Background: an optimization exercise with open tools, aiming at small area. Do not read the settings as production practice. Function was checked by simulation only, so behaviour that the tests miss may differ from the original. Power and IR drop assume default switching activity.

==> design/flow/design.v <==
module posfb_channel (
    input  wire        clk,
    input  wire        rst,
    input  wire [31:0] tick,
    input  wire [24:0] tick_lim,     
    input  wire        enc_a,
    input  wire        enc_b,
    input  wire        enc_z,
    input  wire [2:0]  cfg_filt,
    input  wire        cfg_inv,
    input  wire [1:0]  cfg_idx_mode,
    input  wire [4:0]  cfg_dir_hyst,
    input  wire [23:0] cfg_index_nom,
    input  wire [7:0]  cfg_index_tol,
    input  wire        clr_quad,
    input  wire        clr_dirchg,
    input  wire        clr_cnterr,
    input  wire        clr_errs,
    output reg  [31:0] cnt,
    output reg         dir,
    output reg         dir_chg,
    output reg         quad_err,
    output reg         cnt_err,
    output reg         still,
    output reg         idx_valid,
    output reg  [31:0] idx_cnt,
    output reg  [31:0] idx_tick,
    output reg  [31:0] idx_diff,
    output reg  [15:0] quad_errs,
    output reg  [7:0]  idx_errs,
    output wire [31:0] stamp_new,    
    output wire [31:0] stamp_old,    
    output wire        spd_zero
);
    function [32:0] add32;
        input [31:0] a;
        input [31:0] b;
        input        ci;
        reg   [31:0] p, G, P;
        integer      i, l;
        begin
            p = a ^ b;
            G = a & b;
            P = p;
            G[0] = G[0] | (p[0] & ci);
            for (l = 1; l < 32; l = l * 2)
                for (i = 2 * l - 1; i < 32; i = i + 2 * l) begin
                    G[i] = G[i] | (P[i] & G[i-l]);
                    P[i] = P[i] & P[i-l];
                end
            for (l = 8; l >= 1; l = l / 2)
                for (i = 3 * l - 1; i < 32; i = i + 2 * l) begin
                    G[i] = G[i] | (P[i] & G[i-l]);
                    P[i] = P[i] & P[i-l];
                end
            add32[0] = p[0] ^ ci;
            for (i = 1; i < 32; i = i + 1)
                add32[i] = p[i] ^ G[i-1];
            add32[32] = G[31];
        end
    endfunction
    reg [2:0] sync1, sync2;
    always @(posedge clk) begin
        if (rst) begin
            sync1 <= 3'b000;
            sync2 <= 3'b000;
        end else begin
            sync1 <= {enc_z, enc_b, enc_a};
            sync2 <= sync1;
        end
    end
    reg  [4:0] filt_m;           
    always @(*) begin
        case (cfg_filt)
            3'd0:    filt_m = 5'd1;
            3'd1:    filt_m = 5'd3;
            3'd2:    filt_m = 5'd7;
            3'd3:    filt_m = 5'd15;
            default: filt_m = 5'd31;
        endcase
    end
    reg [2:0] filt_lvl;          
    reg [4:0] filt_cnt [0:2];
    integer i;
    always @(posedge clk) begin
        if (rst) begin
            filt_lvl <= 3'b000;
            for (i = 0; i < 3; i = i + 1)
                filt_cnt[i] <= 5'd0;
        end else begin
            for (i = 0; i < 3; i = i + 1) begin
                if (sync2[i] == filt_lvl[i]) begin
                    filt_cnt[i] <= 5'd0;
                end else if ((filt_cnt[i] | ~filt_m) == 5'h1f) begin
                    filt_lvl[i] <= sync2[i];
                    filt_cnt[i] <= 5'd0;
                end else begin
                    filt_cnt[i] <= filt_cnt[i] + 5'd1;
                end
            end
        end
    end
    reg [2:0] prev_lvl;
    always @(posedge clk) begin
        if (rst)
            prev_lvl <= 3'b000;
        else
            prev_lvl <= filt_lvl;
    end
    wire fa = filt_lvl[0];
    wire fb = filt_lvl[1];
    wire fz = filt_lvl[2];
    wire pa = prev_lvl[0];
    wire pb = prev_lvl[1];
    wire pz = prev_lvl[2];
    wire chg_a   = fa ^ pa;
    wire chg_b   = fb ^ pb;
    wire illegal = chg_a & chg_b;
    wire step    = chg_a ^ chg_b;
    wire fwd     = ~(chg_a ^ fa ^ fb);
    wire up      = fwd ^ cfg_inv;
    wire step_dn = step & ~up;
    reg [31:0] cnt_next;
    reg        all1, all0;
    always @(*) begin
        all1 = 1'b1;
        all0 = 1'b1;
        for (i = 0; i < 32; i = i + 1) begin
            cnt_next[i] = cnt[i] ^ (step & (step_dn ? all0 : all1));
            all1 = all1 & cnt[i];
            all0 = all0 & ~cnt[i];
        end
    end
    always @(posedge clk) begin
        if (rst)
            cnt <= 32'd0;
        else
            cnt <= cnt_next;
    end
    reg  [4:0] lag;
    wire       back     = up ^ ~dir;             
    wire [4:0] lag_mv  = back ? lag + 5'd1 : lag - 5'd1;
    wire       follow   = ~back & (lag == 5'd0);
    wire       dir_flip = step & ~follow & (lag_mv >= cfg_dir_hyst);
    wire       dir_next = dir ^ dir_flip;
    always @(posedge clk) begin
        if (rst) begin
            dir     <= 1'b0;
            lag    <= 5'd0;
            dir_chg <= 1'b0;
        end else begin
            dir <= dir_next;
            if (step)
                lag <= (follow | dir_flip) ? 5'd0 : lag_mv;
            if (dir_flip)
                dir_chg <= 1'b1;
            else if (clr_dirchg)
                dir_chg <= 1'b0;
        end
    end
    reg [31:0] stamp [0:4];      
    reg [2:0]  nsteps;           
    always @(posedge clk) begin
        if (step) begin
            stamp[0] <= tick;
            for (i = 1; i < 5; i = i + 1)
                stamp[i] <= stamp[i-1];
        end
    end
    always @(posedge clk) begin
        if (rst)
            nsteps <= 3'd0;
        else if (step) begin
            if (dir_flip)
                nsteps <= 3'd1;
            else if (nsteps != 3'd5)
                nsteps <= nsteps + 3'd1;
        end
    end
    assign stamp_new = stamp[0];
    assign stamp_old = stamp[4];
    assign spd_zero  = still | (nsteps != 3'd5);
    always @(posedge clk) begin
        if (rst)
            still <= 1'b1;
        else if (step)
            still <= 1'b0;
        else if (stamp[0][24:0] == tick_lim)
            still <= 1'b1;
    end
    reg idx_event;
    always @(*) begin
        case (cfg_idx_mode)
            2'd1:    idx_event = fz & ~pz;
            2'd2:    idx_event = (fz & fa & fb) & ~(pz & pa & pb);
            default: idx_event = 1'b0;
        endcase
    end
    reg        chg_since_idx;    
    reg        chk_pend;         
    reg        chk_any_k;        
    reg        chk_down;         
    wire [6:0]  itk_lo = {1'b0, tick[5:0]} - {2'b00, filt_m} - 7'd3;
    reg  [31:0] itk;
    reg         itk_b;
    always @(*) begin
        itk[5:0] = itk_lo[5:0];
        itk_b    = itk_lo[6];
        for (i = 6; i < 32; i = i + 1) begin
            itk[i] = tick[i] ^ itk_b;
            itk_b  = itk_b & ~tick[i];
        end
    end
    wire        chk_neg;
    wire [31:0] nom_x;
    wire [32:0] add_s = add32(chk_pend ? idx_diff : cnt_next,
                              chk_pend ? nom_x : ~idx_cnt,
                              chk_pend ? ~chk_neg : 1'b1);
    wire [31:0] diff_new = add_s[31:0];
    wire       err_quad = illegal;
    wire       idx_fail;
    always @(posedge clk) begin
        if (rst) begin
            idx_cnt       <= 32'd0;
            idx_tick      <= 32'd0;
            idx_diff      <= 32'd0;
            idx_valid     <= 1'b0;
            chk_pend      <= 1'b0;
        end else begin
            chk_pend <= 1'b0;
            if (idx_event) begin
                idx_cnt  <= cnt_next;
                idx_tick <= itk;
                if (idx_valid && !err_quad) begin
                    idx_diff <= diff_new;
                    chk_pend <= 1'b1;
                end
            end
            if (err_quad || idx_fail)
                idx_valid <= 1'b0;
            else if (idx_event)
                idx_valid <= 1'b1;
        end
    end
    always @(posedge clk) begin
        if (idx_event) begin
            chg_since_idx <= 1'b0;
            if (idx_valid && !err_quad) begin
                chk_any_k <= chg_since_idx | dir_flip;
                chk_down  <= dir_next;
            end
        end else if (dir_flip) begin
            chg_since_idx <= 1'b1;
        end
    end
    assign      chk_neg = chk_any_k ? idx_diff[31] : chk_down;
    assign      nom_x   = {8'd0, cfg_index_nom} ^ {32{~chk_neg}};
    wire [31:0] err_k   = add_s[31:0];
    function in_tol;
        input [31:0] x;
        input [7:0]  tol;
        reg   [8:0]  s;
        begin
            s = {1'b0, x[7:0]} + {1'b0, tol};
            in_tol = (~|x[31:8] & (x[7:0] <= tol)) | (&x[31:8] & s[8]);
        end
    endfunction
    wire idx_ok = in_tol(err_k, cfg_index_tol) |
                  (chk_any_k & in_tol(idx_diff, cfg_index_tol));
    assign idx_fail = chk_pend & ~idx_ok;
    reg [15:0] qe_inc;
    reg [7:0]  ie_inc;
    reg        qe_c, ie_c;
    always @(*) begin
        qe_c = 1'b1;
        for (i = 0; i < 16; i = i + 1) begin
            qe_inc[i] = quad_errs[i] ^ qe_c;
            qe_c      = qe_c & quad_errs[i];
        end
        ie_c = 1'b1;
        for (i = 0; i < 8; i = i + 1) begin
            ie_inc[i] = idx_errs[i] ^ ie_c;
            ie_c      = ie_c & idx_errs[i];
        end
    end
    always @(posedge clk) begin
        if (rst) begin
            quad_err  <= 1'b0;
            cnt_err   <= 1'b0;
            quad_errs <= 16'd0;
            idx_errs  <= 8'd0;
        end else begin
            if (err_quad)
                quad_err <= 1'b1;
            else if (clr_quad)
                quad_err <= 1'b0;
            if (err_quad || idx_fail)
                cnt_err <= 1'b1;
            else if (clr_cnterr)
                cnt_err <= 1'b0;
            if (clr_errs)
                quad_errs <= {15'd0, err_quad};
            else if (err_quad && !(&quad_errs))
                quad_errs <= qe_inc;
            if (clr_errs)
                idx_errs <= {7'd0, idx_fail};
            else if (idx_fail && !(&idx_errs))
                idx_errs <= ie_inc;
        end
    end
endmodule
module posfb_top (
    input  wire        clk,
    input  wire        rst,
    input  wire [2:0]  enc_a,
    input  wire [2:0]  enc_b,
    input  wire [2:0]  enc_z,
    input  wire [8:0]  cfg_filt,
    input  wire [2:0]  cfg_inv,
    input  wire [5:0]  cfg_idx_mode,
    input  wire [14:0] cfg_dir_hyst,
    input  wire [71:0] cfg_index_nom,
    input  wire [23:0] cfg_index_tol,
    input  wire [23:0] still_lim,
    input  wire [2:0]  clr_quad,
    input  wire [2:0]  clr_dirchg,
    input  wire [2:0]  clr_cnterr,
    input  wire [2:0]  clr_errs,
    input  wire        spd_req,
    input  wire [1:0]  spd_ch,
    output reg         spd_busy,
    output reg         spd_done,
    output wire [31:0] spd_val,
    output wire [95:0] cnt,
    output wire [2:0]  dir,
    output wire [2:0]  dir_chg,
    output wire [2:0]  quad_err,
    output wire [2:0]  cnt_err,
    output wire [2:0]  still,
    output wire [2:0]  idx_valid,
    output wire [95:0] idx_cnt,
    output wire [95:0] idx_tick,
    output wire [95:0] idx_diff,
    output wire [47:0] quad_errs,
    output wire [23:0] idx_errs
);
    function [32:0] add32;
        input [31:0] a;
        input [31:0] b;
        input        ci;
        reg   [31:0] p, G, P;
        integer      i, l;
        begin
            p = a ^ b;
            G = a & b;
            P = p;
            G[0] = G[0] | (p[0] & ci);
            for (l = 1; l < 32; l = l * 2)
                for (i = 2 * l - 1; i < 32; i = i + 2 * l) begin
                    G[i] = G[i] | (P[i] & G[i-l]);
                    P[i] = P[i] & P[i-l];
                end
            for (l = 8; l >= 1; l = l / 2)
                for (i = 3 * l - 1; i < 32; i = i + 2 * l) begin
                    G[i] = G[i] | (P[i] & G[i-l]);
                    P[i] = P[i] & P[i-l];
                end
            add32[0] = p[0] ^ ci;
            for (i = 1; i < 32; i = i + 1)
                add32[i] = p[i] ^ G[i-1];
            add32[32] = G[31];
        end
    endfunction
    integer i;
    reg [31:0] tick;
    reg [31:0] tick_inc;
    reg        tick_c;
    always @(*) begin
        tick_c = 1'b1;
        for (i = 0; i < 32; i = i + 1) begin
            tick_inc[i] = tick[i] ^ tick_c;
            tick_c      = tick_c & tick[i];
        end
    end
    reg [24:0] tick_lim;
    reg [24:0] lim_inc;
    reg        lim_c;
    always @(*) begin
        lim_c = 1'b1;
        for (i = 0; i < 25; i = i + 1) begin
            lim_inc[i] = tick_lim[i] ^ lim_c;
            lim_c      = lim_c & tick_lim[i];
        end
    end
    always @(posedge clk) begin
        if (rst) begin
            tick     <= 32'd0;
            tick_lim <= {1'b1, ~still_lim};
        end else begin
            tick     <= tick_inc;
            tick_lim <= lim_inc;
        end
    end
    wire [95:0] st_new;
    wire [95:0] st_old;
    wire [2:0]  spd_zero;
    genvar c;
    generate
        for (c = 0; c < 3; c = c + 1) begin : ch
            posfb_channel u_ch (
                .clk           (clk),
                .rst           (rst),
                .tick          (tick),
                .tick_lim      (tick_lim),
                .enc_a         (enc_a[c]),
                .enc_b         (enc_b[c]),
                .enc_z         (enc_z[c]),
                .cfg_filt      (cfg_filt[3*c +: 3]),
                .cfg_inv       (cfg_inv[c]),
                .cfg_idx_mode  (cfg_idx_mode[2*c +: 2]),
                .cfg_dir_hyst  (cfg_dir_hyst[5*c +: 5]),
                .cfg_index_nom (cfg_index_nom[24*c +: 24]),
                .cfg_index_tol (cfg_index_tol[8*c +: 8]),
                .clr_quad      (clr_quad[c]),
                .clr_dirchg    (clr_dirchg[c]),
                .clr_cnterr    (clr_cnterr[c]),
                .clr_errs      (clr_errs[c]),
                .cnt           (cnt[32*c +: 32]),
                .dir           (dir[c]),
                .dir_chg       (dir_chg[c]),
                .quad_err      (quad_err[c]),
                .cnt_err       (cnt_err[c]),
                .still         (still[c]),
                .idx_valid     (idx_valid[c]),
                .idx_cnt       (idx_cnt[32*c +: 32]),
                .idx_tick      (idx_tick[32*c +: 32]),
                .idx_diff      (idx_diff[32*c +: 32]),
                .quad_errs     (quad_errs[16*c +: 16]),
                .idx_errs      (idx_errs[8*c +: 8]),
                .stamp_new     (st_new[32*c +: 32]),
                .stamp_old     (st_old[32*c +: 32]),
                .spd_zero      (spd_zero[c])
            );
        end
    endgenerate
    reg [31:0] sel_new, sel_old;
    reg        sel_zero, sel_dir;
    always @(*) begin
        case (spd_ch)
            2'd0: begin
                sel_new = st_new[31:0];  sel_old = st_old[31:0];
                sel_zero = spd_zero[0];  sel_dir = dir[0];
            end
            2'd1: begin
                sel_new = st_new[63:32]; sel_old = st_old[63:32];
                sel_zero = spd_zero[1];  sel_dir = dir[1];
            end
            default: begin
                sel_new = st_new[95:64]; sel_old = st_old[95:64];
                sel_zero = spd_zero[2];  sel_dir = dir[2];
            end
        endcase
    end
    localparam [31:0] NUM = 32'd1280000000;
    reg [31:0] div_r;        
    reg [31:0] div_d;        
    reg [28:0] div_q;        
    reg [4:0]  div_i;        
    reg [1:0]  div_ph;       
    reg        div_zero;
    reg        div_neg;
    wire [31:0] r_shift = {div_r[30:0], NUM[div_i]};
    reg  [31:0] op_a, op_b;
    reg         op_ci;
    always @(*) begin
        case (div_ph)
            2'd1:    begin op_a = tick;           op_b = div_r; op_ci = 1'b0; end
            2'd2:    begin op_a = div_r;          op_b = div_d; op_ci = 1'b1; end
            2'd3:    begin op_a = {3'd0, div_q};  op_b = div_d; op_ci = 1'b1; end
            default: begin op_a = r_shift;        op_b = div_d; op_ci = 1'b1; end
        endcase
    end
    wire [32:0] op_s = add32(op_a, ~op_b, op_ci);
    wire        op_ge = op_s[32];
    always @(posedge clk) begin
        if (rst) begin
            spd_busy <= 1'b0;
            spd_done <= 1'b0;
        end else begin
            spd_done <= 1'b0;
            if (!spd_busy) begin
                if (spd_req)
                    spd_busy <= 1'b1;
            end else if (div_ph == 2'd0 && div_i == 5'd0) begin
                spd_busy <= 1'b0;
                spd_done <= 1'b1;
            end
        end
    end
    always @(posedge clk) begin
        if (!spd_busy) begin
            if (spd_req) begin
                div_r    <= sel_new;
                div_d    <= sel_old;
                div_ph   <= 2'd1;
                div_zero <= sel_zero;
                div_neg  <= sel_dir;
            end
        end else begin
            case (div_ph)
                2'd1: begin
                    div_q  <= {op_s[26:0], 2'b00};
                    div_ph <= 2'd2;
                end
                2'd2: begin
                    div_d    <= op_s[31:0];
                    div_zero <= div_zero | op_s[31];
                    div_ph   <= 2'd3;
                end
                2'd3: begin
                    if (op_ge)
                        div_d <= {3'd0, div_q};
                    div_r   <= 32'd2;        
                    div_q   <= 29'd0;
                    div_i   <= 5'd28;
                    div_neg <= div_neg & ~div_zero;
                    div_ph  <= 2'd0;
                end
                default: begin
                    div_r <= op_ge ? op_s[31:0] : r_shift;
                    div_q <= {div_q[27:0], op_ge & ~div_zero};
                    div_i <= div_i - 5'd1;
                end
            endcase
        end
    end
    wire [31:0] val_x = {4'd0, div_q[28:1]} ^ {32{div_neg}};
    reg  [31:0] val;
    reg         val_c;
    always @(*) begin
        val_c = div_q[0] ^ div_neg;
        for (i = 0; i < 32; i = i + 1) begin
            val[i] = val_x[i] ^ val_c;
            val_c  = val_c & val_x[i];
        end
    end
    assign spd_val = val;
endmodule
==> design/flow/flow/run.sh <==
#!/bin/bash
set -euo pipefail
bash standard.sh finish "BUFFER_PORTS_ARGS=-buffer_cell sky130_fd_sc_hd__buf_1" \
  "CTS_ARGS=-sink_clustering_enable -repair_clock_nets -buf_list sky130_fd_sc_hd__clkbuf_4 -dont_use_dummy_load" \
  > flow_make.log 2>&1
==> design/flow/standard.sh <==
#!/bin/bash
# synth_recipe.tcl (not shown) runs the flow's synth.tcl, then flattens the netlist and writes it again
# the make line also repeats each setting of config.mk as NAME=value (left out here)
make -C /OpenROAD-flow-scripts/flow DESIGN_CONFIG=/design/flow/config.mk WORK_HOME=/design/flow/orfs CLKGATE_MAP_FILE= SYNTH_SCRIPT=/design/flow/synth_recipe.tcl "${@:-finish}"
==> design/flow/config.mk <==
export PLATFORM = sky130hd
export DESIGN_NAME = posfb_top
export DESIGN_NICKNAME = posfb_top
export VERILOG_FILES = /design/flow/design.v
export SDC_FILE = /design/flow/constraint.sdc
export NUM_CORES = 4
export LEC_CHECK = 0
export CAP_MARGIN = 20
export CORE_MARGIN = 2
export CORE_UTILIZATION = 60
export CTS_BUF_LIST = sky130_fd_sc_hd__clkbuf_4
export PLACE_DENSITY = 0.7
export SLEW_MARGIN = 20
==> design/flow/constraint.sdc <==
create_clock -name core_clock -period 9.0 [get_ports {clk}]
set_input_delay 1.8000 -clock core_clock [delete_from_list [all_inputs] [get_ports {clk}]]
set_output_delay 1.8000 -clock core_clock [all_outputs]
set_load 0.01 [all_outputs]
==> run summary, run 1 <==
Reg area approximately 31000 µm²; Tot GR Track Use ~34%; final wirelength approximately 190 mm; Simple-Gate Fraction of Synth Area between 10% and 20%; Layout fillers ~8.6k; Slew Limit Fails 0; Pleak around 26 nW; outcome timing/DRC/antenna clean; r2r endpoint ch[1].u_ch.cnt_err; die width around 330 µm; Yosys reg bits approximately 1.2k; CP startpoint kind flip-flop; Required @ worst endpoint between 7 and 8 ns; syn_area_per_cell slightly above 10 µm²; critical path class flip-flop to output port; HP Class flip-flop to flip-flop; layout cells sized above 1 ~8.5%; post-synthesis cell area around 63000 µm²; Most used DFF post-synth dfxtp_1; Core Box Area roughly 100000 µm²; Synth-to-Final Area Change 10.1%; PD cells 163 nW/µm²; commonest non-fill, non-tap cell in the layout nor2_1; Synth Instances between 6k and 7k; clk sinks ~1.2k; Hold Crit Start ch[1].u_ch.stamp[2][14]; area post-placement about 67000 µm²; Routed WL per cell between 20 and 25 µm; hold path cells 0; FFs w/ async S/R, synth 0%; clk slew on worst S/H paths 0.06 ns; CP Buf/Inv Count 2; Peak Freq 115 MHz; CTS Hold Bufs 0; main combinational cell family by area after synthesis simple AND/OR/NAND/NOR gates; Yosys cell types a little over 90; Rows around 120; CTS Root Buffer Type clkbuf_4; EDFF count, synth ~590; fin crit share 96.3%; Peak VDD IR 0.111 mV; Worst R2R Setup Slack around 0.92 ns; final setup violation count 0; DRC viols 0; RSZ-0062 raised after global routing false; drt first pass iters 6; RD Place Congestion between 0.9 and 1; maximum fanout along the worst path 5; CTS tree built; clk_skew approximately 0.12 ns; CP Capture Type output port; Hold EP ch[1].u_ch.stamp[3][14]; Clock Latency Late Sink 1.18 ns; die height ~330 µm; vias in the first global route around 47k; post-route ant nets 0; most frequent cells in the layout nor2_1 (714), buf_1 (680), dfxtp_1 (640), edfxtp_1 (588), nand2_1 (495); clock tree buffer depth 4; Top Ports a little under 700; Final Util 66.8%; cts bufs inserted about 340; final hold vios 0; remaining global-route overflow 0; Synthesis Warnings 4; CP top delay family adder cells; Rel. slew slack between 20% and 30%; Worst-Margin Slew roughly 1.1 ns; complex-gate fraction of the synthesized area 11.5%; post-synthesis xor/xnor area fraction around 5.0%; number of max-cap violations 0; I/O Buffers between 600 and 700; Worst R2R Path Depth 25; total number of vias about 50k; worst path arrival time 6.87 ns; most frequent CP cell ha_1; sequential fraction of the synthesis area 48.4%; Iter 0 DRT Violations 4165; # H-tree levels 5; Initial Util roughly 60%; nets@finish around 7.7k; pin count of the biggest net entering global routing around 200; CP max stage delay between 0.4 and 0.5 ns; area of the multi-input gates around 30000 µm²; Vias/cell 5.94; post-synth net total between 6k and 7k; critical-path cell with the highest stage delay edfxtp_1; Die Area between 100000 and 150000 µm²; first-pass GRT wire length 279 mm; Design Power ~11 mW; Synth Area in Adders between 10 and 15%; initial antenna violation count 11; dpl hpwl around 140 mm; Min Clock Period, post-route a little under 9 ns; R2R Path Start ch[1].u_ch.chk_any_k; post-route cell area 69400 µm²; post-synthesis mux area share 5.30%
## worst max-delay path by stage
stage	slack, ns	depth (start not counted)	end	from
finish	0.33	30	spd_val[29]	div_neg
global route	0.002	30	spd_val[29]	div_neg
CTS	0.02	30	spd_val[29]	div_neg
detailed placement	0.05	40	ch[0].u_ch.idx_tick[31]	cfg_filt[1]
global placement	0.23	40	ch[2].u_ch.idx_tick[31]	cfg_filt[7]
floorplan	-0.02	31	ch[2].u_ch.idx_errs[7]	ch[2].u_ch.filt_lvl[1]
## cell usage after synthesis (32+ instances only)
cell type,n,area [µm²]
ha_1,508,6360
nand3_1,99,495
clkbuf_1,266,998
nor3_1,87,435
o21ai_0,300,1500
mux2i_1,218,2180
mux2_2,98,1100
nand2_1,495,1860
xor2_1,172,1510
fa_1,74,1480
a21o_1,69,518
a21oi_1,373,1870
nor2b_1,85,532
a211oi_1,136,1020
nor2_1,715,2680
edfxtp_1,588,17700
nor4_1,72,450
nand2b_1,36,225
dfxtp_1,644,12900
inv_1,277,1040
o21a_1,32,240
xnor2_1,176,1540
nand4_1,85,532
## per-stage QoR
step	setup slack, ns	instances	TNS, ns	hold slack, ns
after global placement	0.225	7941	0	0.400
after detailed placement	0.0458	7941	0	0.405
after global routing	0.00192	8287	0	0.357
final	0.332	8289	0	0.326
after CTS	0.0172	8279	0	0.331
after floorplan	-0.0172	6118	-0.0172	0.400
## flip-flops by register name (all words and copies together), names as in the netlist, 15 cells and up
name               count
ch.u_ch.quad_errs     48
tick                  32
div_q                 29
ch.u_ch.stamp        480
div_d                 32
ch.u_ch.idx_diff      96
ch.u_ch.filt_cnt      45
tick_lim              25
ch.u_ch.idx_cnt       96
ch.u_ch.idx_errs      24
ch.u_ch.lag           15
ch.u_ch.cnt           96
div_r                 32
ch.u_ch.idx_tick      96
## per-layer routing
metal | global-route usage (%) | routed length (µm)
met1 | 44.1 | 76200
met2 | 53.8 | 86100
met3 | 8.11 | 15400
met4 | 15.3 | 8140
met5 | 0 | 30
## where the power goes
part / internal (mW) / switching [mW] / total [mW] / leakage, nW
clock network: 1.69 / 2.04 / 3.73 / 1.55
registers: 5.97 / 0.117 / 6.09 / 10.2
logic: 0.580 / 0.889 / 1.47 / 14.7
total: 8.24 / 3.04 / 11.3 / 26.4
## repair_timing
action	in CTS	in global routing
pin swaps	1	2
setup buffers	2	1
gates resized for setup	17	6
setup endpoints to repair	8	5
## area by class of cell
cell class,instances,share of cell area [%]
repair buffers,764,4.63
well taps,1380,2.49
flip-flops and latches,1232,44.0
multi-input cells,4287,43.7
diodes,9,0.0324
clock buffers,336,3.63
inverters,281,1.52
## kinds of logic after synthesis
family | after synthesis
and+or+nand+nor | 1858
DFF | 1232
AOI/OAI and AO/OA | 1174
buffers and inverters | 599
adders and majority gates | 582
xor gates and xnor gates | 353
muxes | 320
==> run 2, diff against run 1 <==
--- a/design/flow/design.v
+++ b/design/flow/design.v
@@ -463,25 +463,18 @@
     end
     localparam [31:0] NUM = 32'd1280000000;
     reg [31:0] div_r;        
+    reg        div_lsb;      
     reg [31:0] div_d;        
     reg [28:0] div_q;        
     reg [4:0]  div_i;        
     reg [1:0]  div_ph;       
     reg        div_zero;
     reg        div_neg;
-    wire [31:0] r_shift = {div_r[30:0], NUM[div_i]};
-    reg  [31:0] op_a, op_b;
-    reg         op_ci;
-    always @(*) begin
-        case (div_ph)
-            2'd1:    begin op_a = tick;           op_b = div_r; op_ci = 1'b0; end
-            2'd2:    begin op_a = div_r;          op_b = div_d; op_ci = 1'b1; end
-            2'd3:    begin op_a = {3'd0, div_q};  op_b = div_d; op_ci = 1'b1; end
-            default: begin op_a = r_shift;        op_b = div_d; op_ci = 1'b1; end
-        endcase
-    end
-    wire [32:0] op_s = add32(op_a, ~op_b, op_ci);
-    wire        op_ge = op_s[32];
+    wire [31:0] r_shift = {div_r[30:0], (div_ph == 2'd0) ? NUM[div_i] : div_lsb};
+    wire [31:0] op_b    = (div_ph == 2'd1) ? tick : div_d;
+    wire [32:0] op_s    = add32(r_shift, ~op_b, 1'b1);
+    wire        op_ge   = op_s[32];
+    wire        use_4t  = (op_s[31:29] == 3'd0) && ({3'd0, div_q} >= op_s[28:0]) ? 1'b1 : 1'b0;
     always @(posedge clk) begin
         if (rst) begin
             spd_busy <= 1'b0;
@@ -500,7 +493,8 @@
     always @(posedge clk) begin
         if (!spd_busy) begin
             if (spd_req) begin
-                div_r    <= sel_new;
+                div_r    <= {1'b0, sel_new[31:1]};
+                div_lsb  <= sel_new[0];
                 div_d    <= sel_old;
                 div_ph   <= 2'd1;
                 div_zero <= sel_zero;
@@ -509,22 +503,17 @@
         end else begin
             case (div_ph)
                 2'd1: begin
-                    div_q  <= {op_s[26:0], 2'b00};
+                    div_q  <= {~op_s[26:0], 2'b00};
                     div_ph <= 2'd2;
                 end
                 2'd2: begin
-                    div_d    <= op_s[31:0];
+                    div_d    <= use_4t ? {3'd0, div_q} : op_s[31:0];
+                    div_r    <= 32'd2;       
+                    div_q    <= 29'd0;
+                    div_i    <= 5'd28;
                     div_zero <= div_zero | op_s[31];
-                    div_ph   <= 2'd3;
-                end
-                2'd3: begin
-                    if (op_ge)
-                        div_d <= {3'd0, div_q};
-                    div_r   <= 32'd2;        
-                    div_q   <= 29'd0;
-                    div_i   <= 5'd28;
-                    div_neg <= div_neg & ~div_zero;
-                    div_ph  <= 2'd0;
+                    div_neg  <= div_neg & ~(div_zero | op_s[31]);
+                    div_ph   <= 2'd0;
                 end
                 default: begin
                     div_r <= op_ge ? op_s[31:0] : r_shift;
==> design/flow/flow/run.sh (replaced) <==
#!/bin/bash
set -euo pipefail
bash standard.sh finish "BUFFER_PORTS_ARGS=-buffer_cell sky130_fd_sc_hd__buf_1" \
  "CTS_ARGS=-sink_clustering_enable -repair_clock_nets -buf_list sky130_fd_sc_hd__clkbuf_4 -sink_clustering_size 8 -sink_clustering_max_diameter 50 -dont_use_dummy_load" \
  > flow_make.log 2>&1
--- a/design/flow/config.mk
+++ b/design/flow/config.mk
@@ -8,6 +8,5 @@
 export CAP_MARGIN = 20
 export CORE_MARGIN = 2
 export CORE_UTILIZATION = 60
-export CTS_BUF_LIST = sky130_fd_sc_hd__clkbuf_4
 export PLACE_DENSITY = 0.7
 export SLEW_MARGIN = 20
==> run summary, run 2 <==
metal2 WL 82.7 mm; Worst-Margin Slew roughly 1.1 ns; worst path arrival time 6.90 ns; Routed WL per cell 22.7 µm; number of max-cap violations 0; Reg area approximately 31000 µm²; post-route ant nets 0; drt first pass iters 6; CP Capture Type output port; initial antenna violation count 24; dpl hpwl 138 mm; Slew Limit Fails 0; final setup violation count 0; complex-gate fraction of the synthesized area between 10% and 20%; Hold Crit Start ch[1].u_ch.stamp[2][3]; setup TNS 0 ns; Rel. slew slack between 20% and 30%; post-synthesis xor/xnor area fraction 4.99%; fin crit share between 90 and 100%; CTS Root Buffer Type clkbuf_4; Rows between 100 and 150; Final Util 65.9%; outcome timing/DRC/antenna clean; post-synthesis mux area share under 10%; DRT met1 WL around 76 mm; nets@finish between 7k and 8k; Core Box Area 104000 µm²; Simple-Gate Fraction of Synth Area 13.4%; Synth-to-Final Area Change 8.71%; cts bufs inserted approximately 180; clk sinks around 1.2k; clk slew on worst S/H paths about 0.090 ns; DRC viols 0; CTS Hold Bufs 0; main combinational cell family by area after synthesis simple AND/OR/NAND/NOR gates; clock network power share a little over a quarter; Pleak around 26 nW; Peak Freq 115 MHz; met3 wire len 17.5 mm; r2r endpoint ch[2].u_ch.idx_errs[1]; vias in the first global route ~45k; top post-synthesis cells by count nor2_1 (696), dfxtp_1 (644), edfxtp_1 (588); most frequent CP cell ha_1; clock tree buffer depth 3; Iter 0 DRT Violations 4240; Most used DFF post-synth dfxtp_1; Seq pwr share between 50 and 60%; I/O Buffers about 700; PD cells between 150 and 200 nW/µm²; Die Area about 110000 µm²; layout cells sized above 1 6.67%; critical path class flip-flop to output port; R2R Path Start ch[2].u_ch.filt_lvl[1]; CP max stage delay between 0.4 and 0.5 ns; die height about 330 µm; most frequent cell after synthesis nor2_1; sequential fraction of the synthesis area about half; Int Pwr roughly 7.6 mW; Yosys reg bits 1232; area of the multi-input gates around 30000 µm²; EDFF count, synth 588; Vias/cell just under 6; Synthesis Warnings 4; hold path cells 0; maximum fanout along the worst path 5; die width roughly 330 µm; Placed Cells 7910; most frequent cells in the layout nor2_1 (695), buf_1 (680), dfxtp_1 (640), edfxtp_1 (588), ha_1 (528); post-synth net total 6821; Required @ worst endpoint a little over 7 ns; CTS tree built; synth top area cells edfxtp_1 (28%), dfxtp_1 (21%), ha_1 (11%); sw frac 28.1%; total number of vias approximately 48k; post-route cell area 68300 µm²; Hold EP ch[1].u_ch.stamp[3][3]; FFs w/ async S/R, synth 0%; RD Place Congestion 0.982; commonest non-fill, non-tap cell in the layout nor2_1; max reg flops 480; Biggest register ch.u_ch.stamp; Synth Area in Adders roughly an eighth; uppermost layer routed met5; Comb pwr share 16.1%; Min Clock Period, post-route 8.70 ns; area leader, netlist edfxtp_1; Tot GR Track Use 33.5%; Worst R2R Setup Slack ~0.54 ns; Yosys cell types 90; final wirelength 184 mm; final hold vios 0; Clock Latency Late Sink approximately 1.1 ns; post-synthesis cell area between 60000 and 70000 µm²; Initial Util about three fifths; Layout fillers just under 9k; CP startpoint kind flip-flop; # H-tree levels 4; first-pass GRT wire length 274 mm; NetSw about 3.0 mW; HP Class flip-flop to flip-flop; Synth Instances 6036; syn_area_per_cell 10.4 µm²; Yosys top cell area share 28.1%; Peak VDD IR 0.107 mV; Post-Layout Cell Count slightly above 8k; area post-placement between 60000 and 70000 µm²; remaining global-route overflow 0; Top Ports between 600 and 700; Worst R2R Path Depth 28; critical-path cell with the highest stage delay edfxtp_1; pin count of the biggest net entering global routing between 150 and 200; clk_skew 0.125 ns
==> run 2: cell types whose count changed after synthesis, sizes merged, moves of 16 or more <==
| cell | previous run | this run |
|---|---|---|
| mux2 | 102 | 78 |
| a22oi | 31 | 15 |
| o22ai | 20 | 48 |
| mux2i | 218 | 245 |
| nor2 | 716 | 696 |
| ha | 508 | 533 |
| and2 | 43 | 17 |
| a211oi | 136 | 157 |
| clkbuf | 266 | 245 |
| nor2b | 85 | 102 |
| nand2 | 495 | 467 |
| o21ai | 311 | 287 |
==> run 2: layout make-up <==
class / count / area share, %
diodes: 10 / 0.0366
flip-flops and latches: 1232 / 44.7
inverters: 272 / 1.50
multi-input cells: 4231 / 44.1
repair buffers: 800 / 5.10
clock buffers: 181 / 1.99
well taps: 1380 / 2.53
==> run 2: layer usage <==
layer | vias to the layer above | track usage [%]
met1 | 22900 | 45.2
met4 | 28 | 13.8
met5 | - | 0
met3 | 388 | 8.49
li1 | 22800 | -
met2 | 1960 | 51.6
==> run 2: repair_timing <==
| item | CTS | global route |
|---|---|---|
| setup endpoints to repair | 0 | 4 |
| resized for setup | 0 | 8 |
| buffers inserted | 0 | 4 |
==> run 2: worst max path at each step <==
stage	start	endpoint	depth (start not counted)
final	div_neg	spd_val[29]	31
after global routing	div_q[0]	spd_val[30]	32
after CTS	div_q[2]	spd_val[29]	30
after detailed placement	cfg_inv[2]	ch[2].u_ch.idx_errs[3]	28
after global placement	cfg_inv[2]	ch[2].u_ch.idx_errs[4]	27
after floorplan	ch[2].u_ch.filt_lvl[1]	ch[2].u_ch.cnt_err	29
==> run 2: cells by family (layout without fill, tap and decap cells) <==
group                    count (synthesis)  in the layout
XOR/XNOR                               350            350
flip-flops                            1232           1232
AND/OR/NAND/NOR                       1806           1806
multiplexers                           323            323
adder cells (fa/ha/maj)                606            606
buffers and inverters                  573           1253
other                                    0             10
AO/OA/AOI/OAI                         1146           1146
==> run 2: per-stage QoR <==
| stage | power, mW | hold slack [ns] | setup WS, ns |
|---|---|---|---|
| final | 10.5 | 0.366 | 0.303 |
| after detailed placement | 7.85 | 0.405 | -0.0875 |
| after floorplan | 7.32 | 0.400 | 0.270 |
| after CTS | 10.6 | 0.368 | 0.0190 |
| after global placement | 7.80 | 0.400 | 0.0354 |
| after global routing | 11.0 | 0.375 | -0.0206 |
==> run 2: power by group through the flow <==
stage	sequential, mW	clock (mW)	combinational, mW
6_report	6.05	2.76	1.70
4_1_cts	6.05	2.82	1.68
3_5_place_dp	6.18	0	1.67
5_1_grt	6.06	3.02	1.88
2_1_floorplan	6.14	0	1.18
3_3_place_gp	6.18	0	1.63
==> run 2: critical path: cells and delay by family (launching register included) <==
kind / cells / cell delay (ns)
flip-flops: 1 / 0.47
buffers and inverters: 1 / 0.14
adder cells (fa/ha/maj): 27 / 4.89
AND/OR/NAND/NOR: 2 / 0.26
AO/OA/AOI/OAI: 1 / 0.09
==> run 3, diff against run 2 <==
--- a/design/flow/config.mk
+++ b/design/flow/config.mk
@@ -5,6 +5,7 @@
 export SDC_FILE = /design/flow/constraint.sdc
 export NUM_CORES = 4
 export LEC_CHECK = 0
+export ABC_AREA = 1
 export CAP_MARGIN = 20
 export CORE_MARGIN = 2
 export CORE_UTILIZATION = 60
==> run summary, run 3 <==
outcome timing/DRC/antenna clean; die height 326 µm; Routed WL per cell between 20 and 25 µm; post-synthesis cell area approximately 62000 µm²; synth top area cells edfxtp_1 (28%), dfxtp_1 (21%), ha_1 (11%); final setup violation count 0; Rel. slew slack about a quarter; CTS tree built; most frequent cell after synthesis nand2_1; Final Util 65.5%; Initial Util roughly 60%; final hold vios 0; EDFF count, synth between 500 and 600; Worst-Margin Slew between 1 and 1.5 ns; most frequent cells in the layout nand2_1 (846), inv_1 (778), o21ai_0 (686), buf_1 (680), dfxtp_1 (643); CTS Root Buffer Type clkbuf_4; Synthesis Warnings 4; pin count of the biggest net entering global routing around 220; main combinational cell family by area after synthesis simple AND/OR/NAND/NOR gates; # H-tree levels 4; die width 326 µm; post-synthesis mux area share less than 1%; first-pass GRT wire length about 290 mm; post-synth net total about 7.4k; Clock Latency Late Sink between 1 and 1.5 ns; Synth Instances ~6.6k; worst path arrival time between 6 and 7 ns; complex-gate fraction of the synthesized area 12.4%; clk slew on worst S/H paths ~0.1 ns; fin crit share slightly below 100%; vias in the first global route between 40k and 50k; PD cells roughly 160 nW/µm²; clock tree buffer depth 3; post-synthesis xor/xnor area fraction 4.72%; Iter 0 DRT Violations approximately 5.6k; Yosys top cell area share 28.3%; remaining global-route overflow 0; Synth-to-Final Area Change 8.55%; total number of vias ~50k; Synth Area in Adders about an eighth; Top Ports 687; RD Place Congestion slightly below 1; commonest non-fill, non-tap cell in the layout nand2_1; most frequent CP cell ha_1; HP Class flip-flop to flip-flop; clk sinks 1232; critical-path cell with the highest stage delay edfxtp_1; maximum fanout along the worst path 3; CP Capture Type output port; Most used DFF post-synth dfxtp_1; Die Area approximately 110000 µm²; Peak Freq approximately 120 MHz; Simple-Gate Fraction of Synth Area a little over an eighth; Core Box Area 103000 µm²; Required @ worst endpoint 7.20 ns; CP startpoint kind flip-flop; Placed Cells 8467; Yosys reg bits 1232; dpl ws approximately 0.18 ns; critical path class flip-flop to output port; sequential fraction of the synthesis area 49.0%; CTS Hold Bufs 0; Post-Layout Cell Count around 8.7k; Vias/cell between 5 and 6; Pleak roughly 28 nW; Min Clock Period, post-route just under 9 ns; syn_area_per_cell ~9.4 µm²; initial antenna violation count 10; Design Power approximately 11 mW; final wirelength a little under 200 mm; Yosys cell types 65; Tot GR Track Use a little over a third; I/O Buffers 686; CP max stage delay between 0.4 and 0.5 ns; Biggest register ch.u_ch.stamp; area leader, netlist edfxtp_1; nets@finish between 8k and 9k; top post-synthesis cells by count nand2_1 (846), inv_1 (784), o21ai_0 (688); number of max-cap violations 0; post-route ant nets 0; cts bufs inserted about 180; Peak VDD IR ~0.11 mV; layout cells sized above 1 about 5.3%; Rows between 100 and 150; dpl hpwl roughly 150 mm; max reg flops 480; drt first pass iters 7; clk_skew around 0.12 ns; FFs w/ async S/R, synth 0%; Slew Limit Fails 0; DRC viols 0; Setup WS post-layout about 0.33 ns
-- run 3: cell type report --
type	count	area [µm²]
multi-input combinational	4296	27700
fill	8627	35600
antenna	9	22.5
timing repair buffer	754	3170
sequential	1232	30600
inverter	810	3060
tap	1380	1730
clock buffer	179	1340
-- run 3: kinds of logic (layout without fill, tap and decap cells) --
logic type,Yosys count,count (layout)
buf+inv,1075,1743
other cells,0,9
xor+xnor,336,336
simple gates,1883,1883
mux,50,50
compound gates,1421,1421
fa+ha+maj,606,606
flops,1232,1232
-- run 3: routing by layer --
| metal | wire [µm] | track usage, % | vias to the layer above |
|---|---|---|---|
| met4 | 10700 | 18.0 | 4 |
| li1 | - | - | 23800 |
| met3 | 20900 | 10.7 | 427 |
| met2 | 88200 | 56.0 | 2410 |
| met1 | 77900 | 47.5 | 23800 |
| met5 | 27 | 0 | - |
-- run 3: timing repair --
| action | CTS | global route |
|---|---|---|
| setup endpoints to repair | 6 | 6 |
| buffers inserted | 5 | 0 |
| pin swaps | 0 | 1 |
| gates resized for setup | 13 | 13 |
-- run 3: per-stage QoR --
stage | cell area, µm² | hold slack [ns] | TNS, ns
2_1_floorplan | 62300 | 0.388 | 0
3_3_place_gp | 66100 | 0.400 | 0
3_5_place_dp | 66100 | 0.397 | 0
4_1_cts | 67500 | 0.323 | 0
5_1_grt | 67600 | 0.332 | -0.0455
6_report | 67600 | 0.317 | 0
-- run 3: final timing paths --
path / cells after the start / slack [ns] / endpoint / from
max: 32 / 0.33 / spd_val[27] / div_neg
min: 0 / 0.32 / ch[1].u_ch.stamp[4][0] / ch[1].u_ch.stamp[3][0]
max reg2reg: 32 / 1.19 / ch[0].u_ch.cnt_err / ch[0].u_ch.idx_diff[31]
min reg2reg: 0 / 0.32 / ch[1].u_ch.stamp[4][0] / ch[1].u_ch.stamp[3][0]
-- run 3: power by group --
part | total, mW | switching (mW) | internal (mW) | leakage [nW]
Clock | 2.75 | 1.84 | 0.910 | 0.824
Sequential | 6.06 | 0.0963 | 5.96 | 10.6
Combinational | 1.76 | 1.13 | 0.629 | 16.8
Total | 10.6 | 3.06 | 7.50 | 28.2
-- run 3: critical path: cells and delay by family, from the launching register on --
| family | cells | cell delay, ns |
|---|---|---|
| DFF | 1 | 0.44 |
| AOI/OAI and AO/OA | 1 | 0.12 |
| adders and majority gates | 27 | 4.91 |
| and+or+nand+nor | 1 | 0.05 |
| buffers and inverters | 3 | 0.35 |
==> run 4, diff against run 3 <==
--- a/design/flow/config.mk
+++ b/design/flow/config.mk
@@ -8,6 +8,6 @@
 export ABC_AREA = 1
 export CAP_MARGIN = 20
 export CORE_MARGIN = 2
-export CORE_UTILIZATION = 60
-export PLACE_DENSITY = 0.7
+export CORE_UTILIZATION = 70
+export PLACE_DENSITY = 0.8
 export SLEW_MARGIN = 20
==> run summary, run 4 <==
outcome timing/DRC/antenna clean; Yosys top cell area share 28.3%; setup TNS 0 ns; fin crit share a little over nine tenths; synth top area cells edfxtp_1 (28%), dfxtp_1 (21%), ha_1 (11%); max reg flops 480; initial antenna violation count 11; Yosys cell types 65; Top Ports 687; Peak VDD IR 0.152 mV; DRC viols 0; FFs w/ async S/R, synth 0%; HP Class flip-flop to flip-flop; CP max stage delay around 0.38 ns; CP top delay family adder cells; post-synth net total between 7k and 8k; critical path class flip-flop to output port; Min Clock Period, post-route 8.78 ns; critical-path cell with the highest stage delay edfxtp_1; post-route cell area between 60000 and 70000 µm²; Yosys reg bits 1232; worst path arrival time between 6 and 7 ns; syn_area_per_cell between 9 and 10 µm²; vias in the first global route 48.3k; # H-tree levels 4; first-pass GRT wire length just under 300 mm; post-route ant nets 0; final hold vios 0; die height a little over 300 µm; most frequent cell after synthesis nand2_1; top post-synthesis cells by count nand2_1 (846), inv_1 (784), o21ai_0 (688); Biggest register ch.u_ch.stamp; Hold WS ~0.36 ns; I/O Buffers 686; Slew Limit Fails 0; Post-Layout Cell Count approximately 8.4k; Synth-to-Final Area Change 8.08%; sequential fraction of the synthesis area about half; Most used DFF post-synth dfxtp_1; CTS tree built; Initial Util slightly above 70%; Worst-Margin Slew between 1 and 1.5 ns; stages on the worst setup path 33; RD Place Congestion about 1.0; final setup violation count 0; Required @ worst endpoint roughly 7 ns; number of max-cap violations 0; Synth Instances 6603; clock tree buffer depth 3; final wirelength approximately 200 mm; clk_skew about 0.12 ns; EDFF count, synth between 500 and 600; clk slew on worst S/H paths 0.09 ns; most frequent cells in the layout nand2_1 (846), inv_1 (779), o21ai_0 (686), buf_1 (680), dfxtp_1 (643); pin count of the biggest net entering global routing approximately 160; Rel. slew slack 23.0%; Core Box Area between 80000 and 90000 µm²; CTS Root Buffer Type clkbuf_4; die width roughly 300 µm; Vias/cell 6.16; Placed Cells roughly 8.2k; CP startpoint kind flip-flop; maximum fanout along the worst path 3; layout cells sized above 1 between 5 and 6%; Clock Latency Late Sink 1.17 ns; post-synthesis cell area a little over 60000 µm²; area leader, netlist edfxtp_1; total number of vias between 50k and 60k; CP Capture Type output port; PD cells 159 nW/µm²; area post-placement between 60000 and 70000 µm²; Iter 0 DRT Violations 6564; Synthesis Warnings 4; Rows 109; most frequent CP cell ha_1; remaining global-route overflow 0; CP Buf/Inv Count 3; commonest non-fill, non-tap cell in the layout nand2_1; cts bufs inserted between 150 and 200; Peak Freq between 100 and 150 MHz; nets@finish ~8.1k; Worst R2R Path Depth 33; hold path cells 0; Die Area slightly above 90000 µm²; Routed WL per cell between 20 and 25 µm; Tot GR Track Use ~43%; drt first pass iters 10; Pleak 28.2 nW; clk sinks between 1k and 1.5k; dpl hpwl ~150 mm
==> run 4: changes by cell type in the layout (fill, tap and decap cells not counted), moves of 2 or more <==
| cell | delta |
|---|---|
| ha_2 | -6 |
| buf_12 | -4 |
| clkbuf_4 | +3 |
| buf_2 | -3 |
| ha_1 | +5 |
| diode_2 | -2 |
| buf_6 | +3 |
==> run 4: logic make-up (layout without fill, tap and decap cells) <==
family | Yosys count | after routing | share of synthesized area [%]
AOI/OAI and AO/OA | 1421 | 1421 | 12.4
xor gates and xnor gates | 336 | 336 | 4.72
adders and majority gates | 606 | 606 | 13.1
buffers and inverters | 1075 | 1743 | 6.63
DFF | 1232 | 1232 | 49.0
muxes | 50 | 50 | 0.804
other | 0 | 7 | 0
and+or+nand+nor | 1883 | 1883 | 13.3
==> run 4: layer usage <==
layer  global-route usage [%]  wire length, µm  up-vias
met2                     64.3            87300     3187
met4                     26.3            13900        8
li1                         -                -    23800
met3                     14.6            26200      659
met5                        0               47        -
met1                     53.0            71500    24400
==> run 4: layout make-up <==
| type | count | area, µm² |
|---|---|---|
| Tap cell | 1165 | 1460 |
| Multi-Input combinational cell | 4296 | 27700 |
| Sequential cell | 1232 | 30600 |
| Inverter | 810 | 3050 |
| Fill cell | 6233 | 20900 |
| Clock buffer | 182 | 1370 |
| Antenna cell | 7 | 17.5 |
| Timing Repair Buffer | 751 | 3130 |
==> run 4: through the flow <==
| step | setup slack, ns | utilization [%] | power [mW] |
|---|---|---|---|
| 2_1_floorplan | 0.571 | - | 7.35 |
| 3_3_place_gp | 0.332 | 74.5 | 7.83 |
| 3_5_place_dp | 0.173 | 74.6 | 7.91 |
| 4_1_cts | 0.0296 | 76.2 | 10.6 |
| 5_1_grt | -0.0793 | 76.3 | 11.1 |
| 6_report | 0.222 | 76.3 | 10.7 |
==> run 4: repair_timing <==
action / in CTS / in global routing
cloned: 0 / 0
buffers inserted: 5 / 3
setup endpoints to repair: 6 / 6
hold endpoints to repair: 0 / 0
pin swaps: 0 / 1
resized for setup: 5 / 18
hold buffers: 0 / 0
==> run 4: path summary, 6_finish.rpt <==
| path | startpoint | to | slack [ns] |
|---|---|---|---|
| worst min register to register | ch[2].u_ch.stamp[1][24] | ch[2].u_ch.stamp[2][24] | 0.36 |
| worst min-delay path | ch[2].u_ch.stamp[1][24] | ch[2].u_ch.stamp[2][24] | 0.36 |
| worst max-delay path | div_neg | spd_val[30] | 0.22 |
| worst max register to register | ch[0].u_ch.filt_lvl[1] | ch[0].u_ch.idx_errs[5] | 0.84 |
==> run 4: power breakdown <==
part | internal [mW] | switching, mW
clock | 0.924 | 1.87
combinational | 0.635 | 1.19
sequential | 5.96 | 0.0978
total | 7.52 | 3.16
==> run 5, diff against run 4 <==
--- a/design/flow/config.mk
+++ b/design/flow/config.mk
@@ -8,6 +8,6 @@
 export ABC_AREA = 1
 export CAP_MARGIN = 20
 export CORE_MARGIN = 2
-export CORE_UTILIZATION = 70
-export PLACE_DENSITY = 0.8
+export CORE_UTILIZATION = 50
+export PLACE_DENSITY = 0.6
 export SLEW_MARGIN = 20
==> run summary, run 5 <==
Die Area roughly 130000 µm²; complex-gate fraction of the synthesized area between 10% and 20%; Synth Area in Adders a little over an eighth; worst path arrival time slightly below 7 ns; post-synthesis xor/xnor area fraction ~4.7%; CP Capture Type output port; area leader, netlist edfxtp_1; Peak VDD IR 0.143 mV; cts bufs inserted roughly 180; Initial Util between 50% and 60%; post-route cell area between 60000 and 70000 µm²; Clock Latency Late Sink 1.20 ns; remaining global-route overflow 0; drt first pass iters 6; post-synth net total around 7.4k; Biggest register ch.u_ch.stamp; nets@finish between 8k and 9k; Placed Cells between 8k and 9k; dpl hpwl 157 mm; RD Place Congestion ~0.98; first-pass GRT wire length 304 mm; Yosys cell types 65; Synth Instances approximately 6.6k; Pleak ~28 nW; sequential fraction of the synthesis area around half; Rows about 130; clk sinks between 1k and 1.5k; die width 357 µm; area post-placement approximately 67000 µm²; post-synthesis mux area share 0.804%; outcome timing/DRC/antenna clean; Routed WL per cell around 23 µm; post-synthesis cell area ~62000 µm²; Design Power 10.7 mW; most frequent cells in the layout nand2_1 (846), inv_1 (779), o21ai_0 (686), buf_1 (680), dfxtp_1 (643); die height approximately 360 µm; initial antenna violation count 19; CP startpoint kind flip-flop; Rel. slew slack around a fifth; Yosys top cell area share approximately 28%; commonest non-fill, non-tap cell in the layout nand2_1; most frequent CP cell ha_2; EDFF count, synth around 590; syn_area_per_cell 9.43 µm²; number of max-cap violations 0; final setup violation count 0; vias in the first global route approximately 47k; clk_skew ~0.12 ns; Synth-to-Final Area Change 9.56%; Peak Freq roughly 110 MHz; dpl ws about 0.2 ns; critical path class flip-flop to output port; I/O Buffers 686; main combinational cell family by area after synthesis simple AND/OR/NAND/NOR gates; Worst-Margin Slew 1.19 ns; clk slew on worst S/H paths ~0.09 ns; Slew Limit Fails 0; Most used DFF post-synth dfxtp_1; Min Clock Period, post-route 8.70 ns; Simple-Gate Fraction of Synth Area 13.3%; max reg flops between 400 and 500; critical-path cell with the highest stage delay edfxtp_1; fin crit share a little over nine tenths; Tot GR Track Use roughly a third; layout cells sized above 1 5.66%; final hold vios 0; Worst R2R Path Depth 36; # H-tree levels 4; maximum fanout along the worst path 3; synth top area cells edfxtp_1 (28%), dfxtp_1 (21%), ha_1 (11%); pin count of the biggest net entering global routing between 150 and 200; Required @ worst endpoint approximately 7.2 ns; Core Box Area roughly 120000 µm²; top post-synthesis cells by count nand2_1 (846), inv_1 (784), o21ai_0 (688); DRC viols 0; Vias/cell about 5.6; PD cells between 150 and 200 nW/µm²; hold path cells 0; post-route ant nets 0; FFs w/ async S/R, synth 0%; most frequent cell after synthesis nand2_1; Worst R2R Setup Slack between 1 and 1.5 ns; Layout fillers between 10k and 15k; CTS Hold Bufs 0; Synthesis Warnings 4; Setup WS post-layout ~0.30 ns; total number of vias between 50k and 60k; CTS tree built; Top Ports 687; CTS Root Buffer Type clkbuf_4; HP Class flip-flop to flip-flop; Iter 0 DRT Violations ~4.5k; Yosys reg bits about 1.2k; Post-Layout Cell Count around 8.9k; CP max stage delay about 0.44 ns; final wirelength around 210 mm; clock tree buffer depth 3
-- run 5: path summary, 6_finish.rpt --
kind                                start                      end
setup / recovery                  div_neg              spd_val[31]
hold / removal    ch[2].u_ch.stamp[3][31]  ch[2].u_ch.stamp[4][31]
hold reg to reg   ch[2].u_ch.stamp[3][31]  ch[2].u_ch.stamp[4][31]
setup reg to reg   ch[1].u_ch.filt_lvl[1]       ch[1].u_ch.cnt_err
-- run 5: stage by stage --
step                      utilization [%]  hold slack (ns)  TNS [ns]
after floorplan                         -            0.388         0
after global placement               53.8            0.392         0
after detailed placement             53.8            0.395         0
after CTS                            55.1            0.362         0
after global routing                 55.2            0.385    -0.118
final                                55.2            0.362         0
-- run 5: cell families (layout without fill, tap and decap cells) --
group	after synthesis	in the layout
AND/OR/NAND/NOR	1883	1883
adder cells (fa/ha/maj)	606	606
flip-flops	1232	1232
XOR/XNOR	336	336
AO/OA/AOI/OAI	1421	1421
multiplexers	50	50
other	0	9
buffers and inverters	1075	1765
-- run 5: metal layers --
layer | track usage (%) | wire length, µm | part of all wire [%] | vias to the layer above
met3 | 8.53 | 18900 | 9.1 | 414
met4 | 14.3 | 10000 | 4.8 | 6
met2 | 49.9 | 93300 | 45 | 2006
met5 | 0 | 41 | 0.020 | -
met1 | 42.2 | 86200 | 41 | 23900
li1 | - | - | - | 23800
-- run 5: timing repair --
item,in CTS,in global routing
setup endpoints to repair,7,6
gates resized for setup,29,16
pin swaps,2,2
cloned,1,0
endpoints found under the hold margin,0,0
setup buffers,4,2
-- run 5: report_power, final --
group          switching (mW)  leakage [nW]  total (mW)  internal, mW
sequential              0.105          10.6        6.07          5.96
combinational            1.14          16.9        1.78         0.640
clock                    1.91         0.847        2.84         0.934
-- run 5: worst max-delay path: cells and delay by family (launching register included) --
kind            cells  cell delay (ns)
compound gates      1             0.15
fa+ha+maj          27             4.59
buf+inv             3             0.35
flops               1             0.44
simple gates        2             0.19
-- run 5: area by class of cell --
class	instances	area, µm²	area share [%]
sequential	1232	30600	44.8
multi-input combinational	4296	27800	40.8
timing repair buffer	771	3340	4.89
inverter	810	3060	4.48
tap	1637	2050	3.00
clock buffer	184	1380	2.02
antenna	9	22.5	0.0330
==> run 6, diff against run 5 <==
==> design/flow/config.mk (replaced) <==
export PLATFORM = sky130hd
export DESIGN_NAME = posfb_top
export DESIGN_NICKNAME = posfb_top
export VERILOG_FILES = /design/flow/design.v
export SDC_FILE = /design/flow/constraint.sdc
export NUM_CORES = 4
export LEC_CHECK = 0
export ABC_AREA = 1
export CAP_MARGIN = 5
export CORE_MARGIN = 2
export CORE_UTILIZATION = 60
export PLACE_DENSITY = 0.7
export SLEW_MARGIN = 5
==> run summary, run 6 <==
most frequent cell after synthesis nand2_1; nets@finish just over 8k; Most used DFF post-synth dfxtp_1; Peak VDD IR between 0.1 and 0.15 mV; post-synth net total between 7k and 8k; Biggest register ch.u_ch.stamp; HP Class flip-flop to flip-flop; Top Ports between 600 and 700; area leader, netlist edfxtp_1; Layout fillers ~8.6k; critical-path cell with the highest stage delay edfxtp_1; top post-synthesis cells by count nand2_1 (846), inv_1 (784), o21ai_0 (688); fin crit share about 96%; most frequent cells in the layout nand2_1 (846), inv_1 (779), o21ai_0 (686), buf_1 (680), dfxtp_1 (643); CTS tree built; syn_area_per_cell about 9.4 µm²; post-synthesis cell area around 62000 µm²; final wirelength approximately 200 mm; critical path class flip-flop to output port; Hold WS 0.321 ns; Tot GR Track Use a little over a third; synth top area cells edfxtp_1 (28%), dfxtp_1 (21%), ha_1 (11%); CTS Root Buffer Type clkbuf_4; Required @ worst endpoint slightly above 7 ns; cts bufs inserted approximately 180; sequential fraction of the synthesis area 49.0%; Yosys reg bits around 1.2k; die width 326 µm; Routed WL per cell 22.8 µm; CP max stage delay around 0.44 ns; Slew Limit Fails 0; Synthesis Warnings 4; clk sinks ~1.2k; outcome timing/DRC/antenna clean; total number of vias slightly above 50k; max reg flops 480; Yosys cell types 65; Rows about 120; Worst-Margin Slew ~1.2 ns; final setup violation count 0; Initial Util between 60 and 70%; maximum fanout along the worst path 3; Synth-to-Final Area Change 8.54%; CP Capture Type output port; # H-tree levels 4; Vias/cell 5.82; worst path arrival time 6.87 ns; Iter 0 DRT Violations about 5.7k; CP startpoint kind flip-flop; Synth Instances about 6.6k; most frequent CP cell ha_1; final hold vios 0; DRC viols 0; initial antenna violation count 10; drt first pass iters 6; pin count of the biggest net entering global routing roughly 220; PD cells between 150 and 200 nW/µm²; I/O Buffers 686; EDFF count, synth 588; dpl hpwl 149 mm; Die Area 106000 µm²; die height roughly 330 µm; Yosys top cell area share between 20 and 30%; layout cells sized above 1 under 10%; number of max-cap violations 0; commonest non-fill, non-tap cell in the layout nand2_1; Pleak roughly 28 nW; post-route ant nets 0; Design Power between 10 and 15 mW; clock tree buffer depth 3; RD Place Congestion between 0.9 and 1; Clock Latency Late Sink between 1 and 1.5 ns; area post-placement roughly 66000 µm²; Core Box Area 103000 µm²; first-pass GRT wire length slightly below 300 mm; clk_skew approximately 0.11 ns; Peak Freq approximately 120 MHz; Rel. slew slack just under 20%; remaining global-route overflow 0; vias in the first global route about 47k; CTS Hold Bufs 0; Min Clock Period, post-route ~8.7 ns; FFs w/ async S/R, synth 0%; clk slew on worst S/H paths around 0.10 ns; post-route cell area around 68000 µm²
run 6: cell count changes in the layout (fill, tap and decap cells not counted), moves of 2 or more:
cell,delta
buf_6,-4
buf_4,-15
buf_2,+2
ha_1,+8
clkbuf_4,-5
ha_4,-7
run 6: area by class of cell:
type	instances	area, µm²	area share, %
multi-input cells	4296	27700	41.0
repair buffers	754	3160	4.68
inverters	810	3060	4.52
diodes	9	22.5	0.0333
flip-flops and latches	1232	30600	45.2
well taps	1380	1730	2.55
clock buffers	179	1340	1.99
run 6: per-stage QoR:
stage / std cells / utilization (%) / worst slack (ns) / TNS (ns)
2_1_floorplan: 6603 / - / 0.571 / 0
3_3_place_gp: 8467 / 64.1 / 0.389 / 0
3_5_place_dp: 8467 / 64.1 / 0.182 / 0
4_1_cts: 8651 / 65.4 / 0.00873 / 0
5_1_grt: 8660 / 65.5 / -0.0208 / -0.0455
6_report: 8660 / 65.5 / 0.328 / 0
run 6: per-layer routing:
layer  up-vias  part of all wire [%]  GRT usage (%)
met5         -                 0.014              0
met4         4                   5.4           18.0
met3       423                    11           10.7
met2      2414                    45           56.0
met1     23800                    39           47.5
li1      23700                     -              -
run 6: cell families (layout without fill, tap and decap cells):
logic type | Yosys count | after routing | share of synthesized area, %
buffers and inverters | 1075 | 1743 | 6.63
AND/OR/NAND/NOR | 1883 | 1883 | 13.3
XOR/XNOR | 336 | 336 | 4.72
other | 0 | 9 | 0
AO/OA/AOI/OAI | 1421 | 1421 | 12.4
flip-flops | 1232 | 1232 | 49.0
adder cells (fa/ha/maj) | 606 | 606 | 13.1
multiplexers | 50 | 50 | 0.804
run 6: final timing paths:
path	startpoint	slack [ns]	endpoint	cells past startpoint
max reg2reg	ch[0].u_ch.idx_diff[31]	1.15	ch[0].u_ch.cnt_err	32
min reg2reg	ch[1].u_ch.stamp[3][0]	0.32	ch[1].u_ch.stamp[4][0]	0
min	ch[1].u_ch.stamp[3][0]	0.32	ch[1].u_ch.stamp[4][0]	0
max	div_neg	0.33	spd_val[27]	32
run 6: report_power, final:
part	switching (mW)	internal (mW)
Combinational	1.13	0.631
Clock	1.84	0.910
Sequential	0.0963	5.96
run 6: worst max-delay path: cells and delay by family (launching register included):
kind	cells	cell delay [ns]
AOI/OAI and AO/OA	1	0.12
DFF	1	0.44
and+or+nand+nor	1	0.05
buffers and inverters	3	0.35
adders and majority gates	27	4.92
run 6: repair_timing:
action,4_1_cts,5_1_grt
pin swaps,0,1
buffers inserted,5,0
endpoints found under the setup margin,6,6
gates resized for setup,13,13
==> run 7, diff against run 6 <==
==> design/flow/flow/run.sh (replaced) <==
#!/bin/bash
set -euo pipefail
bash standard.sh finish "BUFFER_PORTS_ARGS=-buffer_cell sky130_fd_sc_hd__buf_1" \
  "CTS_ARGS=-sink_clustering_enable -repair_clock_nets -buf_list sky130_fd_sc_hd__clkbuf_4 -sink_clustering_size 10 -sink_clustering_max_diameter 45 -dont_use_dummy_load" \
  > flow_make.log 2>&1
==> design/flow/config.mk (replaced) <==
export PLATFORM = sky130hd
export DESIGN_NAME = posfb_top
export DESIGN_NICKNAME = posfb_top
export VERILOG_FILES = /design/flow/design.v
export SDC_FILE = /design/flow/constraint.sdc
export NUM_CORES = 4
export LEC_CHECK = 0
export CAP_MARGIN = 20
export CORE_MARGIN = 2
export CORE_UTILIZATION = 60
export PLACE_DENSITY = 0.7
export SLEW_MARGIN = 20
==> run summary, run 7 <==
CP max stage delay between 0.4 and 0.5 ns; vias in the first global route ~45k; Min Clock Period, post-route just under 9 ns; CTS tree built; nets@finish between 7k and 8k; final setup violation count 0; cts bufs inserted approximately 160; Peak Freq 115 MHz; R2R Path Start ch[2].u_ch.filt_lvl[1]; worst path arrival time ~6.9 ns; commonest non-fill, non-tap cell in the layout nor2_1; DRC viols 0; Synthesis Warnings 4; post-synthesis xor/xnor area fraction 4.99%; post-synthesis cell area 62800 µm²; Vias/cell around 5.9; syn_area_per_cell between 10 and 15 µm²; FFs w/ async S/R, synth 0%; Clock Latency Late Sink around 1.1 ns; dpl ws -0.0875 ns; area leader, netlist edfxtp_1; complex-gate fraction of the synthesized area approximately 11%; # H-tree levels 4; stages on the worst setup path 31; die width approximately 330 µm; clock tree buffer depth 3; Routed WL per cell ~23 µm; Setup WS post-layout 0.304 ns; Initial Util 60.6%; layout cells sized above 1 approximately 6.4%; Worst R2R Setup Slack 0.62 ns; die height 328 µm; sequential fraction of the synthesis area between 40% and 50%; synth top area cells edfxtp_1 (28%), dfxtp_1 (21%), ha_1 (11%); total number of vias 48.0k; Top Ports 687; Rel. slew slack between 20% and 30%; EDFF count, synth around 590; CP Buf/Inv Count 1; Simple-Gate Fraction of Synth Area between 10% and 20%; CTS Root Buffer Type clkbuf_4; HP Class flip-flop to flip-flop; post-synthesis mux area share roughly 5.3%; Tot GR Track Use approximately a third; Synth Instances slightly above 6k; Crit. Startpoint div_neg; critical-path cell with the highest stage delay edfxtp_1; Iter 0 DRT Violations ~4.2k; max reg flops 480; RD Place Congestion 0.982; remaining global-route overflow 0; CP Capture Type output port; number of max-cap violations 0; Yosys top cell area share ~28%; pin count of the biggest net entering global routing around 170; fin crit share between 90% and 100%; first-pass GRT wire length around 270 mm; Yosys cell types 90; most frequent CP cell ha_1; drt first pass iters 6; top post-synthesis cells by count nor2_1 (696), dfxtp_1 (644), edfxtp_1 (588); critical path class flip-flop to output port; most frequent cell after synthesis nor2_1; Slew Limit Fails 0; final hold vios 0; outcome timing/DRC/antenna clean; Synth-to-Final Area Change 8.52%; Peak VDD IR 0.107 mV; CP startpoint kind flip-flop; main combinational cell family by area after synthesis simple AND/OR/NAND/NOR gates; Worst-Margin Slew approximately 1.1 ns; Worst R2R Path Depth 28; Rows roughly 120; Most used DFF post-synth dfxtp_1; post-synth net total 6821; dpl hpwl approximately 140 mm; most frequent cells in the layout nor2_1 (695), buf_1 (680), dfxtp_1 (640), edfxtp_1 (588), ha_1 (529); PD cells ~150 nW/µm²; Synth Area in Adders roughly an eighth; setup TNS 0 ns; crit path capture spd_val[29]; Required @ worst endpoint roughly 7.2 ns; Pleak roughly 26 nW; initial antenna violation count 21; r2r endpoint ch[2].u_ch.idx_errs[1]; clk sinks roughly 1.2k; maximum fanout along the worst path 5; Core Box Area just over 100000 µm²; Biggest register ch.u_ch.stamp; Die Area 107000 µm²; CP top delay family adder cells; post-route ant nets 0; Final Util 65.8%; clk slew on worst S/H paths around 0.10 ns; clk_skew 0.116 ns; I/O Buffers a little under 700; Yosys reg bits between 1k and 1.5k; final wirelength about 180 mm
==> run 7: cell types whose count changed after synthesis, moves of 102 or more <==
cell      change
nor2b_1     +102
nand2_1     -379
mux2i_1     +195
o21ai_0     -404
inv_1       -517
a21oi_1     -126
nor2_1      +161
a211oi_1    +151
xnor2_1     +106
==> run 7: layout make-up <==
| class | count | area, µm² |
|---|---|---|
| timing repair buffer | 801 | 3490 |
| fill | 8699 | 35400 |
| clock buffer | 162 | 1220 |
| multi-input combinational | 4231 | 30100 |
| inverter | 272 | 1030 |
| sequential | 1232 | 30600 |
| antenna | 16 | 40.0 |
| tap | 1380 | 1730 |
==> run 7: through the flow <==
stage          power, mW  instances  cell area (µm²)  hold slack, ns
6_report            10.4       8094            68200           0.379
5_1_grt             10.8       8091            68200           0.389
4_1_cts             10.4       8072            68100           0.384
3_5_place_dp        7.85       7910            66900           0.405
3_3_place_gp        7.80       7910            66900           0.400
2_1_floorplan       7.32       6036            62900           0.400
==> run 7: how the worst min path moves through the flow <==
| stage | slack, ns | cells past startpoint | endpoint | from |
|---|---|---|---|---|
| 2_1_floorplan | 0.40 | 0 | ch[0].u_ch.stamp[2][0] | ch[0].u_ch.stamp[1][0] |
| 3_3_place_gp | 0.40 | 0 | ch[1].u_ch.stamp[2][25] | ch[1].u_ch.stamp[1][25] |
| 3_5_place_dp | 0.40 | 0 | ch[0].u_ch.stamp[2][11] | ch[0].u_ch.stamp[1][11] |
| 4_1_cts | 0.38 | 0 | ch[1].u_ch.stamp[3][3] | ch[1].u_ch.stamp[2][3] |
| 5_1_grt | 0.39 | 0 | ch[1].u_ch.stamp[2][20] | ch[1].u_ch.stamp[1][20] |
| 6_report | 0.38 | 0 | ch[1].u_ch.stamp[3][3] | ch[1].u_ch.stamp[2][3] |
==> run 7: logic make-up (layout without fill, tap and decap cells) <==
kind of cell	after synthesis	count (layout)
AOI/OAI and AO/OA	1146	1146
xor gates and xnor gates	350	350
adders and majority gates	606	606
buffers and inverters	573	1235
DFF	1232	1232
muxes	323	323
other	0	16
and+or+nand+nor	1806	1806
==> run 7: what timing repair did <==
action	in CTS	in global routing
endpoints found under the setup margin	0	6
hold buffers	0	0
buffers inserted	0	5
resized for setup	0	6
==> run 7: where the power goes <==
| part | switching, mW | internal (mW) |
|---|---|---|
| clock network | 1.78 | 0.826 |
| registers | 0.0984 | 5.96 |
| logic | 1.01 | 0.688 |
| total | 2.89 | 7.47 |
==> run 7: worst reg2reg max path, delay by kind of cell (launching register included) <==
family | cells | cell delay (ns)
AOI/OAI and AO/OA | 10 | 2.40
xor gates and xnor gates | 2 | 0.37
adders and majority gates | 3 | 1.35
buffers and inverters | 2 | 0.47
DFF | 1 | 0.51
and+or+nand+nor | 11 | 3.20
==> run 7: routing by layer <==
metal	track usage (%)	vias up	share of wire, %
li1	-	22800	-
met1	45.1	22800	42
met2	51.2	1920	45
met3	8.78	386	9.6
met4	13.4	22	4.1
met5	0	-	0.077

Check on run 7: ideal ports give 0.304 ns setup slack; a clkbuf_16 on the clock port and buf_2 on the inputs give 0.229 ns; moving port delays by the midpoint clock arrival (1.133 ns) as well gives -0.241 ns.
